Source: an optimization exercise on an open RTL-to-GDS flow (aim: small area, a short achievable clock period and few clock cycles per item). Production flows keep margins and buffers that such runs may drop. In this exercise RTL edits were held to simulation tests only and were not proved equivalent to the original. Power and IR drop assume default switching activity.

## north
## tangram_fpu
module tangram_fpu (
    input  wire        clk,
    input  wire        rst,         
    input  wire        in_valid,
    output wire        in_ready,
    input  wire [3:0]  in_fn,       
    input  wire [31:0] in_a,
    input  wire [31:0] in_b,
    input  wire [1:0]  in_frm,      
    input  wire        in_ftz,
    output reg         out_valid,
    input  wire        out_ready,
    output reg  [31:0] out_result,
    output reg  [3:0]  out_flags    
);
==> flow/config.mk <==
export PLATFORM = sky130hd
export DESIGN_NAME = tangram_fpu
export DESIGN_NICKNAME = tangram_fpu
export VERILOG_FILES = /design/flow/design.v
export SDC_FILE = /design/flow/constraint.sdc
export NUM_CORES = 4
export LEC_CHECK = 0
export ABC_AREA = 1
export CAP_MARGIN = 20
export CORE_MARGIN = 2
export CORE_UTILIZATION = 65
export SLEW_MARGIN = 20
==> flow/constraint.sdc <==
create_clock -name core_clock -period 26.0 [get_ports {clk}]
set_input_delay 5.2000 -clock core_clock [delete_from_list [all_inputs] [get_ports {clk}]]
set_output_delay 5.2000 -clock core_clock [all_outputs]
set_load 0.01 [all_outputs]
standard.sh (not shown) runs the stock make flow with config.mk's settings and CLKGATE_MAP_FILE= SYNTH_SCRIPT=/design/flow/synth_recipe.tcl, a recipe that flattens the netlist after the stock synthesis.
==> flow/flow/run.sh <==
#!/bin/bash
# The standard layout, with the port buffers that buffer_ports inserts made
# sky130_fd_sc_hd__buf_2 instead of its default pick (a delay buffer).
set -euo pipefail
export BUFFER_PORTS_ARGS="-buffer_cell sky130_fd_sc_hd__buf_2"
bash standard.sh > standard.log 2>&1
north completed; timing, DRC and antenna clean
Testbench counts of north, summed over its fixed seeds: cycles 16,032, items 16,000.
What south does differently from north at the input level:
diff --git a/flow/design.v b/flow/design.v
--- a/flow/design.v
+++ b/flow/design.v
@@ -1395,25 +1395,27 @@
     wire [31:0] flush_a = za ? {sa, 31'd0} : a0;
     wire [31:0] flush_b = zb ? {sb, 31'd0} : b0;
     wire is_add = fn0 == FN_FADD || fn0 == FN_FSUB;
     wire is_mul = fn0 == FN_FMUL;
     wire sbe    = sb ^ (fn0 == FN_FSUB);
     wire swap   = raw_lt;
     wire sx     = swap ? sbe : sa;
-    wire sy     = swap ? sa : sbe;
     wire [23:0] mx = swap ? mb : ma;
     wire [23:0] my = swap ? ma : mb;
     wire [7:0]  bex = swap ? beb : bea;
-    wire [8:0]  d_ab = {1'b0, bea} - {1'b0, beb};
-    wire [8:0]  d_ba = {1'b0, beb} - {1'b0, bea};
-    wire [8:0]  d    = swap ? d_ba : d_ab;
-    wire [4:0]  dc   = (d > 9'd26) ? 5'd26 : d[4:0];
-    wire        eff_sub = sx ^ sy;
-    wire [49:0] y_sh  = {my, 26'd0} >> dc;
-    wire [47:0] y_al  = {1'b0, y_sh[49:4], y_sh[3] | (|y_sh[2:0])};
+    wire        eff_sub = sa ^ sbe;
+    wire [8:0]  d_ab  = {1'b0, bea} - {1'b0, beb};
+    wire [8:0]  d_ba  = {1'b0, beb} - {1'b0, bea};
+    wire        e_swp = d_ab[8];                      
+    wire [8:0]  d     = e_swp ? d_ba : d_ab;
+    wire [4:0]  dc    = (d > 9'd26) ? 5'd26 : d[4:0];
+    wire [23:0] ys    = e_swp ? ma : mb;
+    wire [49:0] y_sh  = {ys, 26'd0} >> dc;
+    wire [47:0] y_al  = (d == 9'd0) ? {1'b0, my, 23'd0}
+                                     : {1'b0, y_sh[49:4], y_sh[3] | (|y_sh[2:0])};
     wire [47:0] mul_s, mul_c;
     fpu_mul24 u_mul (.a(ma), .b(mb), .s(mul_s), .c(mul_c));
     wire signed [9:0] eb47_mul = $signed({2'd0, bea}) + $signed({2'd0, beb}) - 10'sd126;
     wire signed [9:0] eb47_add = $signed({2'd0, bex}) + 10'sd1;
     reg        byp;
     reg [31:0] bval;
     reg        bnv;
### Flow results
On fraction of area in clock buffers and inverters, north and south are basically level. north → south: final period demand of the worst path went down by 0.22 ns; clock sink count was more or less identical; post-route non-filler standard cell count went up by about 4%; met3 wirelength from detailed routing went up by about 11%. north vs south, critical path class: reg2reg vs reg2out.
Testbench counts of south, summed over its fixed seeds: cycles 16,032, items 16,000.


RTL: one of the versions met above, not the one the previous note started from.
For scale: ~5800 cells after synthesis, ~330 flip-flops, about 110 I/O pins, ~0.042 mm^2 of cells after synthesis.
Settings: LEC_CHECK=0, ABC_AREA=1, CAP_MARGIN=20, CORE_MARGIN=2, CORE_UTILIZATION=65, SLEW_MARGIN=60; clock period 26.0 ns.
Scripts as last shown in full above: flow/flow/run.sh
The baseline passed the timing, DRC and antenna checks.
Testbench counts at the start, summed over its fixed seeds: cycles 16,032, items 16,000.
Then changed:
--- a/flow/design.v
+++ b/flow/design.v
@@ -1391,35 +1391,33 @@
     wire b_before_a = (sa != sb) ? sb : (sa ? mag_lt : (!mag_lt && !mag_eq));
     wire both_zero  = za && zb;
     wire cmp_eq     = both_zero || (sa == sb && mag_eq);
     wire cmp_lt     = !both_zero && a_before_b;
     wire [31:0] flush_a = za ? {sa, 31'd0} : a0;
     wire [31:0] flush_b = zb ? {sb, 31'd0} : b0;
     wire is_add = fn0 == FN_FADD || fn0 == FN_FSUB;
     wire is_mul = fn0 == FN_FMUL;
     wire sbe    = sb ^ (fn0 == FN_FSUB);
     wire swap   = raw_lt;
     wire sx     = swap ? sbe : sa;
+    wire sy     = swap ? sa : sbe;
     wire [23:0] mx = swap ? mb : ma;
     wire [23:0] my = swap ? ma : mb;
     wire [7:0]  bex = swap ? beb : bea;
-    wire        eff_sub = sa ^ sbe;
-    wire [8:0]  d_ab  = {1'b0, bea} - {1'b0, beb};
-    wire [8:0]  d_ba  = {1'b0, beb} - {1'b0, bea};
-    wire        e_swp = d_ab[8];                      
-    wire [8:0]  d     = e_swp ? d_ba : d_ab;
-    wire [4:0]  dc    = (d > 9'd26) ? 5'd26 : d[4:0];
-    wire [23:0] ys    = e_swp ? ma : mb;
-    wire [49:0] y_sh  = {ys, 26'd0} >> dc;
-    wire [47:0] y_al  = (d == 9'd0) ? {1'b0, my, 23'd0}
-                                     : {1'b0, y_sh[49:4], y_sh[3] | (|y_sh[2:0])};
+    wire [8:0]  d_ab = {1'b0, bea} - {1'b0, beb};
+    wire [8:0]  d_ba = {1'b0, beb} - {1'b0, bea};
+    wire [8:0]  d    = swap ? d_ba : d_ab;
+    wire [4:0]  dc   = (d > 9'd26) ? 5'd26 : d[4:0];
+    wire        eff_sub = sx ^ sy;
+    wire [49:0] y_sh  = {my, 26'd0} >> dc;
+    wire [47:0] y_al  = {1'b0, y_sh[49:4], y_sh[3] | (|y_sh[2:0])};
     wire [47:0] mul_s, mul_c;
     fpu_mul24 u_mul (.a(ma), .b(mb), .s(mul_s), .c(mul_c));
     wire signed [9:0] eb47_mul = $signed({2'd0, bea}) + $signed({2'd0, beb}) - 10'sd126;
     wire signed [9:0] eb47_add = $signed({2'd0, bex}) + 10'sd1;
     reg        byp;
     reg [31:0] bval;
     reg        bnv;
     always @* begin
         byp  = 1'b1;
         bval = 32'd0;
         bnv  = 1'b0;
Total power falls by 9.5%.
Setup slack gets better by 0.012 ns.
Critical path depth stays the same.
Clock-buffer cell count falls by 4.
Wire length falls by 5.7%.
Core utilization falls by 0.27 points.
Combinational power falls by 12%.
Design area falls by 2.5%.
Synthesized cell count falls by 4.2%.
Flip-flop and latch count stays the same.
Synthesized area falls by 2.3%.
Testbench counts after the change, summed over its fixed seeds: cycles 16,032, items 16,000.


Another version of the RTL of tangram_fpu (not shown whole).
Size: ~110 I/O pins, ~42000 µm² of cells after synthesis.
==> flow/config.mk <==
export PLATFORM = sky130hd
export DESIGN_NAME = tangram_fpu
export DESIGN_NICKNAME = tangram_fpu
export VERILOG_FILES = /design/flow/design.v
export SDC_FILE = /design/flow/constraint.sdc
export NUM_CORES = 4
export LEC_CHECK = 0
export ABC_AREA = 1
export CAP_MARGIN = 20
export CORE_MARGIN = 2
export CORE_UTILIZATION = 50
export SLEW_MARGIN = 20
==> flow/constraint.sdc <==
create_clock -name core_clock -period 26.0 [get_ports {clk}]
set_input_delay 5.2000 -clock core_clock [delete_from_list [all_inputs] [get_ports {clk}]]
set_output_delay 5.2000 -clock core_clock [all_outputs]
set_load 0.01 [all_outputs]
Scripts as last shown in full above: flow/flow/run.sh
The starting point produced a clean layout.
Testbench counts at the start, summed over its fixed seeds: cycles 16,040, items 16,000.
Rerun with:
--- a/flow/design.v
+++ b/flow/design.v
@@ -90,27 +90,22 @@
     endgenerate
     assign n = z4[1] ? {1'b1, c4[3:0]} : {1'b0, c4[7:4]};
 endmodule
 module fpu_norm (
     input  wire        [47:0] s,
     input  wire        [4:0]  n,
-    input  wire               under,
-    input  wire        [4:0]  r,
     input  wire signed [9:0]  eb47,
     output wire        [25:0] v,
     output wire               st,
     output wire        [8:0]  eb
 );
     wire [47:0] sn  = s << n;
-    wire        stl = |(s[21:0] & (22'h3F_FFFF >> n));
-    wire [25:0] vr  = s[47:22] >> r;
-    wire        str = (|s[21:0]) | (|(s[47:22] & ~(26'h3FF_FFFF << r)));
     wire signed [9:0] ebn = eb47 - $signed({5'd0, n});
-    assign v  = under ? vr : sn[47:22];
-    assign st = under ? str : stl;
-    assign eb = under ? 9'd1 : ebn[8:0];
+    assign v  = sn[47:22];
+    assign st = |(s[21:0] & (22'h3F_FFFF >> n));
+    assign eb = ebn[8:0];
 endmodule
 module fpu_add48 (
     input  wire [47:0] x,
     input  wire [47:0] y,
     output wire [47:0] s
 );
@@ -1591,57 +1586,47 @@
     wire        lim_zero = byp1 || eb47_1 < 10'sd2;
     wire        nostop   = !byp1 && eb47_1 > 10'sd48;
     wire [5:0]  stop_pos = lim_zero ? 6'd47 : (6'd47 - lmax_full[5:0]);
     wire [47:0] stop     = nostop ? 48'd0 : (48'd1 << stop_pos);
     wire [4:0]  nsh;
     fpu_lzc26 u_lzc (.x(sum[47:22] | stop[47:22]), .n(nsh));
+    wire        under  = !byp1 && eb47_1 < 10'sd1;
+    wire signed [9:0] r_full = 10'sd1 - eb47_1;
+    wire [4:0]  r      = (r_full > 10'sd31) ? 5'd31 : r_full[4:0];
+    wire [25:0] sum_r  = sum[47:22] >> r;
+    wire        st_r   = (|sum[21:0]) | (|(sum[47:22] & ~(26'h3FF_FFFF << r)));
+    wire [47:0] sum_d  = under ? {sum_r, 21'd0, st_r} : sum;
+    wire signed [9:0] eb47_d = under ? 10'sd1 : eb47_1;
     reg        v2;
     reg [47:0] s2;
     reg [4:0]  n2;
     reg        al2, byp2, bnv2, sign2, ftz2;
     reg [1:0]  rm2;
     reg signed [9:0] eb47_2;
     always @(posedge clk) begin
         if (en) begin
-            s2 <= sum; n2 <= nsh;
-            eb47_2 <= eb47_1; al2 <= al1;
+            s2 <= sum_d; n2 <= nsh;
+            eb47_2 <= eb47_d; al2 <= al1;
             byp2 <= byp1; bnv2 <= bnv1; sign2 <= sign1; rm2 <= rm1; ftz2 <= ftz1;
         end
         if (rst)     v2 <= 1'b0;
         else if (en) v2 <= v1;
     end
-    wire        under = !byp2 && eb47_2 < 10'sd1;
-    wire signed [9:0] r_full = 10'sd1 - eb47_2;
-    wire [4:0]  r = (r_full > 10'sd31) ? 5'd31 : r_full[4:0];
     wire [25:0] nv;
     wire        nst;
     wire [8:0]  neb;
-    fpu_norm u_norm (.s(s2), .n(n2), .under(under), .r(r), .eb47(eb47_2),
-                     .v(nv), .st(nst), .eb(neb));
-    reg        v3;
-    reg [25:0] v_3;
-    reg [8:0]  eb3;
-    reg        st3, zero3, byp3, bnv3, sign3, ftz3;
-    reg [1:0]  rm3;
-    always @(posedge clk) begin
-        if (en) begin
-            v_3 <= nv; st3 <= nst; eb3 <= neb;
-            zero3 <= al2 && s2 == 48'd0;
-            byp3 <= byp2; bnv3 <= bnv2; sign3 <= sign2; rm3 <= rm2; ftz3 <= ftz2;
-        end
-        if (rst)     v3 <= 1'b0;
-        else if (en) v3 <= v2;
-    end
+    fpu_norm u_norm (.s(s2), .n(n2), .eb47(eb47_2), .v(nv), .st(nst), .eb(neb));
+    wire        zero2 = al2 && s2 == 48'd0;
     wire [31:0] c_res;
     wire [3:0]  c_flg;
-    fpu_round u_round (.sign(sign3), .eb(eb3), .v(v_3), .st(st3), .rm(rm3), .ftz(ftz3),
-                       .bypass(byp3), .bnv(bnv3), .zero(zero3),
+    fpu_round u_round (.sign(sign2), .eb(neb), .v(nv), .st(nst), .rm(rm2), .ftz(ftz2),
+                       .bypass(byp2), .bnv(bnv2), .zero(zero2),
                        .result(c_res), .flags(c_flg));
     reg [31:0] k_res;
     reg [3:0]  k_flg;
-    wire push   = en && v3;
+    wire push   = en && v2;
     wire take   = !out_valid || out_ready;      
     wire k_next = !rst && !take && (k_valid || push);
     always @(posedge clk) begin
         if (!k_valid) begin
             k_res <= c_res; k_flg <= c_flg;
         end
The new run passed the timing, DRC and antenna checks; routed wire length grows by a few percent; setup slack gains 0.0048 ns; flip-flop and latch count drops by 45; non-clock buffer count rises by 1; sequential power drops by about a fifth; power rises by a few percent; area after synthesis hardly moves; final cell count went up by a few percent; fmax hardly moves; count of clock-buffer cells in the layout is lower by 3.
Testbench counts after the change, summed over its fixed seeds: cycles 16,032, items 16,000.

static timing again, ports no longer ideal:
The results above use ideal ports. As a check the final layouts listed here were re-extracted and re-timed, cells and wires unchanged.
Step 1 sets driving cells, clkbuf_16 on the clock port and buf_2 on the other inputs (assumed; they add their load-dependent delay and slew).
Step 2 moves the port delays by t, midway between the first and last clock arrival at a register: inputs arrive t later, outputs are due t later. That takes back most of the time a late clock gives input paths.
a / b / c = ideal / step 1 / step 2; a / b = the first two.
| run | t (ns) | setup WS [ns] | worst hold slack (ns) | latest minus earliest clock arrival (ns) |
|---|---|---|---|---|
| north | 0.679 | 19.444 / 19.444 / 19.444 | 0.422 / 0.422 / 0.422 | 0.041 / 0.042 |
| south | 0.676 | 19.659 / 19.588 / 19.666 | 0.420 / 0.420 / 0.420 | 0.049 / 0.048 |
| the first run of note 2 | 0.667 | 19.669 / 19.599 / 19.830 | 0.419 / 0.419 / 0.419 | 0.037 / 0.037 |
| the second run of note 2 | 0.665 | 19.681 / 19.609 / 19.856 | 0.426 / 0.426 / 0.426 | 0.044 / 0.045 |
| the first run of note 3 | 0.697 | 19.595 / 19.524 / 19.778 | 0.414 / 0.414 / 0.414 | 0.040 / 0.040 |
| the second run of note 3 | 0.703 | 19.600 / 19.529 / 19.625 | 0.422 / 0.422 / 0.422 | 0.059 / 0.059 |
After both steps setup and hold are still met in every run listed.
